Source: an optimization exercise on an open RTL-to-GDS flow (aim: small area and a short achievable clock period). Production flows keep margins and buffers that such runs may drop. At most, simulation tests tie the RTL to the original design; equivalence was not proved. No driver is modelled on the clock port, so clock power and skew are understated where the tree is cut down; a real chip needs a root buffer or a tree.

// line_decoder
module line_decoder (
    input  wire         clk,
    input  wire         rst,
    input  wire         in_valid,
    input  wire [144:0] in_code,
    output reg          out_valid,
    output reg  [127:0] out_data,
    output reg  [16:0]  out_check,
    output reg  [1:0]   out_status
);
    reg         r_valid;
    reg [144:0] r_code;
    reg         m_valid;
    reg [144:0] m_data;
    reg [7:0]   m_s1;
    reg [7:0]   m_c;
    reg         m_fc, m_fs, m_fd;
  ...
Size: about 2100 cells after synthesis, ~460 flip-flops, about 300 I/O pins.
clock: 40.0 ns
lec_check: 0
cap_margin: 40
core_margin: 2
core_utilization: 40
slew_margin: 30
synth_hierarchical: 1
run.sh (not shown) runs the stock make flow with config.mk's settings and CLKGATE_MAP_FILE= SYNTH_SCRIPT=/design/flow/synth_recipe.tcl, a recipe that flattens the netlist after the stock synthesis.
Then changed:
==> flow/flow/run.sh (new file) <==
#!/bin/bash
# Standard ORFS layout (the standard.sh), with the port buffers made from
# the smallest plain buffer instead of the default delay-buffer cell.
set -euo pipefail
bash standard.sh "BUFFER_PORTS_ARGS=-buffer_cell sky130_fd_sc_hd__buf_1" finish > standard.log 2>&1
==> flow/standard.sh (new file) <==
#!/bin/bash
# synth_recipe.tcl (not shown) runs the flow's synth.tcl, then flattens the netlist and writes it again
# the make line also repeats each setting of config.mk as NAME=value (left out here)
make -C /OpenROAD-flow-scripts/flow DESIGN_CONFIG=/design/flow/config.mk WORK_HOME=/design/flow/orfs CLKGATE_MAP_FILE= SYNTH_SCRIPT=/design/flow/synth_recipe.tcl "${@:-finish}"
removed: flow/run.sh
The new run completed with no timing, DRC or antenna violations.
Non-clock buffer count rises by 4.
Core utilization is lower by 3.4 points.
Synthesized cell count stays the same.
Via count climbs by 1.1%.
Wire length barely changes.
Sequential share of layout area came out higher by 2.4 points.

* * *

line_decoder, a different RTL version from the one above (not shown whole).
For scale: roughly 2,000 cells after synthesis, about 460 flip-flops, roughly 300 I/O pins, ~20,000 um^2 of cells after synthesis.
Design line_decoder, start of the top module:
module line_decoder (
    input  wire         clk,
    input  wire         rst,
    input  wire         in_valid,
    input  wire [144:0] in_code,
    output reg          out_valid,
    output reg  [127:0] out_data,
    output reg  [16:0]  out_check,
    output reg  [1:0]   out_status
);
    reg         r_valid;
    reg [144:0] r_code;
    reg         m_valid;
    reg [144:0] m_data;
    reg [7:0]   m_s1;
    reg [7:0]   m_e;
    reg [3:0]   m_nv;
    reg         m_fc, m_fs;
  ...
export LEC_CHECK = 0
export CAP_MARGIN = 40
export CORE_MARGIN = 2
export CORE_UTILIZATION = 55
export CTS_BUF_LIST = sky130_fd_sc_hd__clkbuf_16
export CTS_CLUSTER_DIAMETER = 100
export CTS_CLUSTER_SIZE = 27
export SLEW_MARGIN = 30
export SYNTH_HIERARCHICAL = 1
create_clock -name core_clock -period 40.0 [get_ports {clk}]
standard.sh (not shown) runs the stock make flow with config.mk's settings and CLKGATE_MAP_FILE= SYNTH_SCRIPT=/design/flow/synth_recipe.tcl, a recipe that flattens the netlist after the stock synthesis.
==> flow/flow/run.sh <==
#!/bin/bash
# Standard ORFS layout (the standard.sh), with the port buffers made from
# the smallest plain buffer instead of the default delay-buffer cell.
set -euo pipefail
bash standard.sh "BUFFER_PORTS_ARGS=-buffer_cell sky130_fd_sc_hd__buf_1" finish > standard.log 2>&1
Edit:
==> flow/flow/run.sh (replaced) <==
#!/bin/bash
# Standard ORFS layout (the standard.sh) with two changes:
#  - port buffers use the smallest plain buffer (buf_1) instead of the default delay cell;
#  - clock tree synthesis without dummy load cells.
set -euo pipefail
bash standard.sh \
  "BUFFER_PORTS_ARGS=-buffer_cell sky130_fd_sc_hd__buf_1" \
  "CTS_ARGS=-sink_clustering_enable -repair_clock_nets -dont_use_dummy_load -sink_clustering_size 16 -sink_clustering_max_diameter 60 -buf_list sky130_fd_sc_hd__clkbuf_8" \
  finish > standard.log 2>&1
- CTS_BUF_LIST: sky130_fd_sc_hd__clkbuf_16 -> sky130_fd_sc_hd__clkbuf_8
- CTS_CLUSTER_DIAMETER: 100 -> 60
- CTS_CLUSTER_SIZE: 27 -> 16
Effect: The changed run completed without violations. Maximum frequency drops by 0.65%. Final cell count climbs by 0.43%. Sequential share of layout area hardly moves. Worst setup slack got worse by 0.059 ns.
Function was not checked in any run of this note: the RTL went through the layout flow alone.

* * *

Setup of oak:
line_decoder, a different RTL version from the one above (not shown whole).
For scale: ~1,900 cells after synthesis, about 460 flip-flops, ~300 I/O pins, about 20,000 sq um of cells after synthesis.
Design line_decoder, start of the top module:
module line_decoder (
    input  wire         clk,
    input  wire         rst,
    input  wire         in_valid,
    input  wire [144:0] in_code,
    output reg          out_valid,
    output reg  [127:0] out_data,
    output reg  [16:0]  out_check,
    output reg  [1:0]   out_status
);
Settings: LEC_CHECK=0, CAP_MARGIN=10, CORE_MARGIN=2, CORE_UTILIZATION=65, CTS_BUF_LIST=sky130_fd_sc_hd__clkbuf_8, CTS_CLUSTER_DIAMETER=60, CTS_CLUSTER_SIZE=16, GPL_TIMING_DRIVEN=0, SLEW_MARGIN=10, SYNTH_HIERARCHICAL=1; clock period 40.0 ns.
==> flow/flow/run.sh <==
#!/bin/bash
# Standard ORFS layout (the standard.sh) with two changes:
#  - port buffers use the smallest plain buffer (buf_1) instead of the default delay cell;
#  - clock tree synthesis without dummy load cells.
set -euo pipefail
bash standard.sh \
  "BUFFER_PORTS_ARGS=-buffer_cell sky130_fd_sc_hd__buf_1" \
  "CTS_ARGS=-sink_clustering_enable -repair_clock_nets -dont_use_dummy_load -sink_clustering_size 16 -sink_clustering_max_diameter 60 -buf_list sky130_fd_sc_hd__clkbuf_8" \
  finish > standard.log 2>&1
oak: no failed stages, no open violations at the end
[inputs] pine vs oak
Settings: GPL_TIMING_DRIVEN: 0 -> unset; CTS_CLUSTER_SIZE: 16 -> 20.
==> flow/flow/run.sh <==
#!/bin/bash
# Standard ORFS layout (the standard.sh) with these changes:
#  - port buffers use the smallest plain buffer (buf_1) instead of the default delay cell;
#  - clock tree: clkbuf_16 for the upper levels, clkbuf_8 leaf buffers, no dummy loads;
set -euo pipefail
ARGS=(
  "BUFFER_PORTS_ARGS=-buffer_cell sky130_fd_sc_hd__buf_1"
  "CTS_ARGS=-sink_clustering_enable -repair_clock_nets -dont_use_dummy_load -sink_clustering_size 20 -sink_clustering_max_diameter 60 -root_buf sky130_fd_sc_hd__clkbuf_16 -buf_list sky130_fd_sc_hd__clkbuf_16 -sink_clustering_buffer sky130_fd_sc_hd__clkbuf_8"
)
bash standard.sh "${ARGS[@]}" cts > standard_cts.log 2>&1
RR_ODB="$PWD/orfs/results/$FLOW_PLATFORM/line_decoder/base/4_cts.odb" \
  openroad -no_init -exit flow/remove_root.tcl > remove_root.log 2>&1
bash standard.sh "${ARGS[@]}" finish > standard.log 2>&1
==> flow/flow/remove_root.tcl (new file) <==
set odb $::env(RR_ODB)
read_db $odb
set block [ord::get_db_block]
set inst [$block findInst clkbuf_0_clk]
if {$inst == "NULL"} { puts "remove_root: no root buffer, unchanged"; exit 0 }
set a [$inst findITerm A]
set x [$inst findITerm X]
set in_net [$a getNet]
set out_net [$x getNet]
set loads {}
foreach it [$out_net getITerms] { if {[$it getId] != [$x getId]} { lappend loads $it } }
set other 0
foreach it [$in_net getITerms] { if {[$it getId] != [$a getId]} { incr other } }
if {[llength $loads] + $other > 4 || [llength [$out_net getBTerms]] > 0 || [llength [$in_net getBTerms]] != 1} {
  puts "remove_root: port would feed [expr {[llength $loads] + $other}] pins, unchanged"
  exit 0
}
foreach it $loads { $it disconnect; $it connect $in_net }
$a disconnect
$x disconnect
odb::dbInst_destroy $inst
odb::dbNet_destroy $out_net
puts "remove_root: clock port now drives [llength [$in_net getITerms]] pins"
write_db $odb
### Flow results
The setup slack of pine is larger than that of oak. | final cell area excluding filler cells | higher: oak |. There was hardly any difference in multi-input gate share of the layout cell area between oak and pine. HPWL after detailed placement: lower on pine. Any difference in critical path depth between oak and pine is small enough to ignore. Comparing pine against oak, there is no change at all in number of gates resized after cts. Global-route wire length before repair: pine < oak. The core of pine is less densely filled than that of oak.
Inputs modified between pine and birch:
Settings: CTS_CLUSTER_SIZE changed from 20 to 16; CAP_MARGIN changed from 10 to 0; SLEW_MARGIN changed from 10 to 0.
diff --git a/flow/flow/run.sh b/flow/flow/run.sh
--- a/flow/flow/run.sh
+++ b/flow/flow/run.sh
@@ -8 +8 @@
-  "CTS_ARGS=-sink_clustering_enable -repair_clock_nets -dont_use_dummy_load -sink_clustering_size 20 -sink_clustering_max_diameter 60 -root_buf sky130_fd_sc_hd__clkbuf_16 -buf_list sky130_fd_sc_hd__clkbuf_16 -sink_clustering_buffer sky130_fd_sc_hd__clkbuf_8"
+  "CTS_ARGS=-sink_clustering_enable -repair_clock_nets -dont_use_dummy_load -sink_clustering_size 16 -sink_clustering_max_diameter 60 -root_buf sky130_fd_sc_hd__clkbuf_16 -buf_list sky130_fd_sc_hd__clkbuf_16 -sink_clustering_buffer sky130_fd_sc_hd__clkbuf_8"
--- outcome ---
Compared with pine, in birch proportion of final cell area spent on non-clock buffers now sits at about the same level, setup slack up 0.072 ns, clock-buffer cell count went up by 8, slew of the pin with the lowest slew margin -0.030 ns, die outline area about even.
The final reports for birch and pine show final-layout worst hold slack higher in the former.
Changes in maple relative to birch:
Settings: swapping 16 for 27 in CTS_CLUSTER_SIZE; swapping 0 for 10 in SLEW_MARGIN; swapping 0 for 10 in CAP_MARGIN; swapping sky130_fd_sc_hd__clkbuf_8 for sky130_fd_sc_hd__clkbuf_16 in CTS_BUF_LIST; swapping 60 for 100 in CTS_CLUSTER_DIAMETER.
==> flow/flow/run.sh <==
#!/bin/bash
# Standard ORFS layout (the standard.sh) with two changes:
#  - port buffers use the smallest plain buffer (buf_1) instead of the default delay cell;
#  - clock tree synthesis without dummy load cells.
set -euo pipefail
bash standard.sh \
  "BUFFER_PORTS_ARGS=-buffer_cell sky130_fd_sc_hd__buf_1" \
  "CTS_ARGS=-sink_clustering_enable -repair_clock_nets -dont_use_dummy_load -sink_clustering_size 27 -sink_clustering_max_diameter 100 -root_buf sky130_fd_sc_hd__clkbuf_16 -buf_list sky130_fd_sc_hd__clkbuf_16 -sink_clustering_buffer sky130_fd_sc_hd__clkbuf_16" \
  finish > standard.log 2>&1
removed: flow/flow/remove_root.tcl
==> summary.txt <==
Taking birch as the reference, in maple wire length on met3 fell by about 1.4%; summed area of non-filler cells in the final layout stayed essentially flat; highest achievable clock rate went down by 2.3%; worst endpoint data arrival time moved up. From birch to maple the numbers moved as follows: total global routing track utilization rose by 0.39 points, total wire length has increased. No stage failed in maple, and the final checks on the layout all came back clean.

## re-timing with driven ports
The results above use ideal ports. As a check the final layouts listed here were re-extracted and re-timed, cells and wires unchanged. Step 1 assumes that a clkbuf_16 drives the clock port and a buf_2 every other input. Step 2 adds t to the input delays and takes it off the output delays; t is the mean of the earliest and latest rising clock arrival at the registers after step 1. Input paths then give back, and output paths get back, about the clock's delay inside the block. a / b / c = ideal ports / drivers / drivers and shift; a / b = the first two.
| run | t (ns) | setup slack, ns | clock arrival spread, ns |
|---|---|---|---|
| the first run of note 1 | 0.657 | 30.506 / 30.450 / 30.930 | 0.025 / 0.025 |
| the second run of note 1 | 0.648 | 30.843 / 30.789 / 31.437 | 0.054 / 0.054 |
| the first run of note 2 | 0.606 | 30.913 / 30.854 / 31.460 | 0.031 / 0.032 |
| the second run of note 2 | 0.655 | 30.854 / 30.803 / 31.459 | 0.093 / 0.093 |
| oak | 0.596 | 30.896 / 30.846 / 31.319 | 0.074 / 0.074 |
| pine | 0.470 | 31.057 / 30.989 / 31.459 | 0.045 / 0.046 |
| birch | 0.420 | 31.129 / 31.037 / 31.457 | 0.073 / 0.074 |
| maple | 0.597 | 30.919 / 30.864 / 31.461 | 0.061 / 0.062 |
After both steps setup and hold are still met in every run listed.
